Source: an optimization exercise on an open RTL-to-GDS flow (aim: small area, a short achievable clock period and few clock cycles per item). Production flows keep margins and buffers that such runs may drop.
Function was checked by simulation only, so behaviour that the tests miss may differ from the original.
Power figures rest on the tool's default switching activity, not on a simulated workload.

## flow/design.v (module list and top-level ports; edited modules follow where they fit)
// module ct128_sine_rom_e: 4299 lines
// module ct128_sine_rom_o: 4265 lines
// module ct128_mul_hi: 438 lines
// module ct128_osc: 319 lines
module ct128_osc (
    input  wire        clk,
    input  wire        rst,
    input  wire        in_valid,
    output wire        in_ready,
    input  wire [1:0]  in_mode,    
    input  wire [47:0] in_phi,     
    input  wire [47:0] in_pm,      
    input  wire [46:0] in_inc,     
    input  wire [15:0] in_pw,      
    output wire        out_valid,
    input  wire        out_ready,
    output wire [23:0] out_y       
);
  // ...
==> flow/run.sh <==
#!/bin/bash
# synth_recipe.tcl (not shown) runs the flow's synth.tcl, then flattens the netlist and writes it again
# the make line also repeats each setting of config.mk as NAME=value (left out here)
make -C /OpenROAD-flow-scripts/flow DESIGN_CONFIG=/design/flow/config.mk WORK_HOME=/design/flow/orfs CLKGATE_MAP_FILE= SYNTH_SCRIPT=/design/flow/synth_recipe.tcl finish
==> flow/config.mk <==
export PLATFORM = sky130hd
export DESIGN_NAME = ct128_osc
export DESIGN_NICKNAME = ct128_osc
export VERILOG_FILES = /design/flow/design.v
export SDC_FILE = /design/flow/constraint.sdc
export NUM_CORES = 4
export LEC_CHECK = 0
export ABC_AREA = 1
export CAP_MARGIN = 20
export CORE_MARGIN = 2
export CORE_UTILIZATION = 35
export PLACE_DENSITY = 0.55
export SETUP_SLACK_MARGIN = 5
export SLEW_MARGIN = 20
export SYNTH_MEMORY_MAX_BITS = 65536
==> flow/constraint.sdc <==
create_clock -name core_clock -period 12.0 [get_ports {clk}]
set_input_delay 2.4000 -clock core_clock [delete_from_list [all_inputs] [get_ports {clk}]]
set_output_delay 2.4000 -clock core_clock [all_outputs]
set_load 0.01 [all_outputs]
==> results.cfg, run 1 <==
[grt]
grt_pass1_vias = 64014
grt.met1_usage = 0.583
grt_pass1_wl_um = 511000

[logic_synthesis]
ys.flop_type = edfxtp_1
yosys-top-cells-count = 1865 x nand2_1, 1186 x inv_1, 891 x nor2_1, 753 x o21ai_0, 643 x a21oi_1
syn_inst = 8445
synth-compound-area-share = 0.236
yosys-top-cells-area = edfxtp_1 24%, nand2_1 13%, inv_1 8.0%, ha_1 6.8%, o21ai_0 6.8%
synth_xor_area_frac = 0.0265
synth_top_family_by_area = simple AND/OR/NAND/NOR gates

[run_status]
status = complete, no violations

[setup_path]
cp-startpoint = out_ready
crit_top_cell = clkdlybuf4s50_1
cp_cell_sequence = clkdlybuf4s50_1 > nor2_4 > a21oi_4 > clkdlybuf4s50_1
crit_required_ns = 9.60
critical_path_depth = 4
crit_slowest_cell = clkdlybuf4s50_1

[sta]
hold_ws_ns = 0.417
finalSetupViolations = 0
layout_min_cycle_time_ns = 6.41
setup_ws_ns = 5.59
skew_ns = 0.114

[die]
die_w_um = 403
fp-row-count = 146

[power]
p_seq_frac = 0.186
p_per_area_nw_per_um2 = 250
pwr-share-comb = 0.694
p_int_w = 0.00599
p_leak_nw = 28.3
pg_comb_w = 0.0108

[job]
max_cap_viol_count = 0

[clock_network]
holdBufCountCts = 0
cts_max_path_buffers = 3
clkSlewWorstSetupHoldPaths_ns = 0.06

[drt]
top_layer = met5
via_count = 69236
wirelength_met1_um = 149000

[placed_design]
hpwlAfterDp_um = 290000
port_buffers = 166

[layout]
final-clk-cell-share = 0.0318
fin_nets = 9077
multi_input_area_share = 0.576
n_fill_cell = 17037

[worst_hold_path]
hp-class = flop to flop
Testbench counts, summed over its fixed seeds: cycles 9,958, items 9,600.
==> run 2: changes to the inputs <==
--- a/flow/config.mk
+++ b/flow/config.mk
@@ -8,3 +8,3 @@
 export ABC_AREA = 1
-export CAP_MARGIN = 20
+export CAP_MARGIN = 5
 export CORE_MARGIN = 2
@@ -13,3 +13,3 @@
 export SETUP_SLACK_MARGIN = 5
-export SLEW_MARGIN = 20
+export SLEW_MARGIN = 5
 export SYNTH_MEMORY_MAX_BITS = 65536
==> run 2 against run 1 <==
  * The layout now fails its checks (max-capacitance violations)
  * Power is 0.65% lower
  * Flip-flop and latch count stayed put
  * Area after synthesis stayed put
  * Worst hold slack better by 0.0013 ns
  * Largest cell class unchanged
  * Combinational power hardly changed
  * Cell count is 0.17% higher
  * Sequential power hardly changed
  * Via count is 0.29% higher
  * Clock skew is 0.028 ns lower
  * Count of clock-buffer cells in the layout is 3 higher
  * Die area stayed put
  * Fmax is 2.9% lower
==> results.cfg, run 2 <==
[logic_synthesis]
syn-cell-area_um2 = 55800
yosys-top-cells-area = edfxtp_1 24%, nand2_1 13%, inv_1 8.0%, ha_1 6.8%, o21ai_0 6.8%
synthArstFlopShare = 0
synth_fp_nets = 9039
synth_top_cell_area_share = 0.240
post-synth-top-count-cell = nand2_1
ys.flop_type = edfxtp_1
syn_inst = 8445
synth.largest_area_cell = edfxtp_1
synth.avg_cell_area_um2 = 6.61
synthDistinctLibCells = 81
yosys-top-cells-count = 1865 x nand2_1, 1186 x inv_1, 891 x nor2_1, 753 x o21ai_0, 643 x a21oi_1
ys_ff_latch = 471
ys_warn_count = 1
synth_edf_count = 447
seq_area_frac_synth = 0.249

[grt]
grt_pass1_vias = 64183
antenna_found_initial = 48
grt_max_degree = 141
globalRoute.totalOverflow = 0
grt_pass1_wl_um = 511000
grt_util_all_layers = 0.445

[die]
pin_count = 191
die_w_um = 403
core_um2 = 158000
die_y_um = 403
dieArea_um2 = 163000
start_util = 0.352
fp-row-count = 146

[sta]
max_freq_ghz = 0.151
maxSlewViolCount = 2
finalHoldViolCount = 0
worst_slew_pin_slew_ns = 1.49
slew_headroom = -0.00223
rsz0062_at_grt = no
skew_ns = 0.0865
setup_tns_ns = 0
hold_ws_ns = 0.418
finalSetupViolations = 0
timing.final.crit_share = 0.550
layout_min_cycle_time_ns = 6.60

[setup_path]
path_class = flop to flop
crit_slowest_cell = nor2_1
cp_cell_sequence = buf_4 > inv_1 > buf_4 > ha_1 > inv_1 > nand2_1 > buf_4 > nand2_1 > nor2_1 > o21ai_0 > a22o_1 > a21oi_1 > o21ai_0 > nand2_1
worstPathArrival_ns = 7.10
critical_path.max_stage_delay_ns = 0.97
crit_path_end_kind = flop
cp-start-kind = flop
crit_required_ns = 12.50
cp-startpoint = p1[11]
r2r-start = p1[11]
cp_max_fo = 20

[job]
max_cap_viol_count = 2

[layout]
layout_common_cells = 1865 x nand2_1, 1181 x inv_1, 870 x nor2_1, 752 x o21ai_0, 641 x a21oi_1
syn2layout_area_growth_pct = 11.2
final_core_util = 0.392
final_common_cell = nand2_1
fin_nets = 9077
reg_top3 = p1: 63 flops, p2: 63 flops, ev: 27 flops
drive_above_1_share = 0.0494
n_fill_cell = 17035
finalNonFillerCells = 10640

[drt]
via_count = 69438
wire_per_inst_um = 35.4
wl_um = 377000
via_per_inst = 6.53
drtAntennaViolNets = 0
drt_iter0_markers = 11637
dr.pass1.iters = 10
drc = 0

[placed_design]
hpwlAfterDp_um = 290000
gp_congestion = 1.13
port_buffers = 166
dp.cells = 10497

[clock_network]
cts_max_path_buffers = 3
holdBufCountCts = 0
htree_levels = 2
cts_tree = built
cts.repair.resized = 0
cts_setup_buffers = 0
clkSlewWorstSetupHoldPaths_ns = 0.06
cts_root_buf = clkbuf_16
clock_latency_ns = 0.71
cts_sinks = 471
numCtsBuffers = 56

[power]
irDropWorstVdd_mv = 0.124
p_leak_nw = 28.2
p_total_w = 0.0155
p_per_area_nw_per_um2 = 249

[worst_hold_path]
hp-class = flop to flop
hp-start = a3[19]

[run_status]
failed_checks = max-capacitance violations
status = finished with violations
## run 2: cell counts after synthesis
Identical to the previous run, type by type.
## run 2: final cells by class
type,count,area [µm²],share of cell area
multi-input cells,6363,35800,0.577
flip-flops and latches,471,13900,0.224
inverters,1221,4590,0.0739
repair buffers,370,3260,0.0524
well taps,2072,2590,0.0418
clock buffers,65,1440,0.0231
clock inverters,39,384,0.00619
diodes,39,97.6,0.00157
## run 2: cell families after synthesis
group                    after synthesis  synth area share
buffers and inverters               1611             0.111
AO/OA/AOI/OAI                       2198             0.236
AND/OR/NAND/NOR                     3565             0.264
XOR/XNOR                             169            0.0265
multiplexers                           2          0.000583
flip-flops                           471             0.249
adder cells (fa/ha/maj)              429             0.113
## run 2: per-stage QoR
stage	setup WS, ns	area (µm²)
finish	5.40	62100
global route	5.53	62000
CTS	5.60	62000
detailed placement	5.60	60200
global placement	5.60	60200
floorplan	4.89	55800
## run 2: critical path, delay by kind of cell, from the launching register on
| kind | cells | cell delay [ns] |
|---|---|---|
| buffers and inverters | 5 | 1.54 |
| AOI/OAI and AO/OA | 4 | 2.07 |
| adders and majority gates | 1 | 0.66 |
| DFF | 1 | 0.35 |
| and+or+nand+nor | 4 | 1.72 |
## run 2: final timing paths
kind            end  slack (ns)  cells past startpoint
min reg2reg  a4[19]        0.42                      0
max reg2reg  p2[25]        5.40                     14
min          a4[19]        0.42                      0
max          p2[25]        5.40                     14
## run 2: power breakdown
part	internal (W)	total [W]	switching, W	leakage (nW)
clock network	0.000971	0.00174	0.000769	0.876
registers	0.00234	0.00290	0.000562	4.73
logic	0.00257	0.0108	0.00826	22.6
## run 2: per-layer routing
layer	track usage	share of wire
met1	0.585	0.40
met2	0.612	0.39
met3	0.184	0.14
met4	0.244	0.067
met5	0	0.0012

## what the ideal ports hide
No port has a modelled driver above. Below, the same layouts with a new extraction and two added sets of constraints.
Step 1: set_driving_cell puts a clkbuf_16 on clk and a buf_2 on each other input, an assumption about the parent block.
Step 2 moves the port delays by t, midway between the first and last clock arrival at a register: inputs arrive t later, outputs are due t later. That takes back most of the time a late clock gives input paths.
Three values: ideal, step 1, step 2; two values: the first two.
run | shift t [ns] | slack for setup (ns) | worst setup path at the end | slew at the worst register clock pin (ns)
run 1 | 0.757 | 5.587 / 5.563 / 5.563 | input to output | 0.07 / 0.07
run 2 | 0.753 | 5.397 / 5.397 / 5.397 | register to register | 0.08 / 0.08
The setup slack of run 1, which loses most, moves by -0.024 ns with the drivers and by -0.024 ns with both steps.
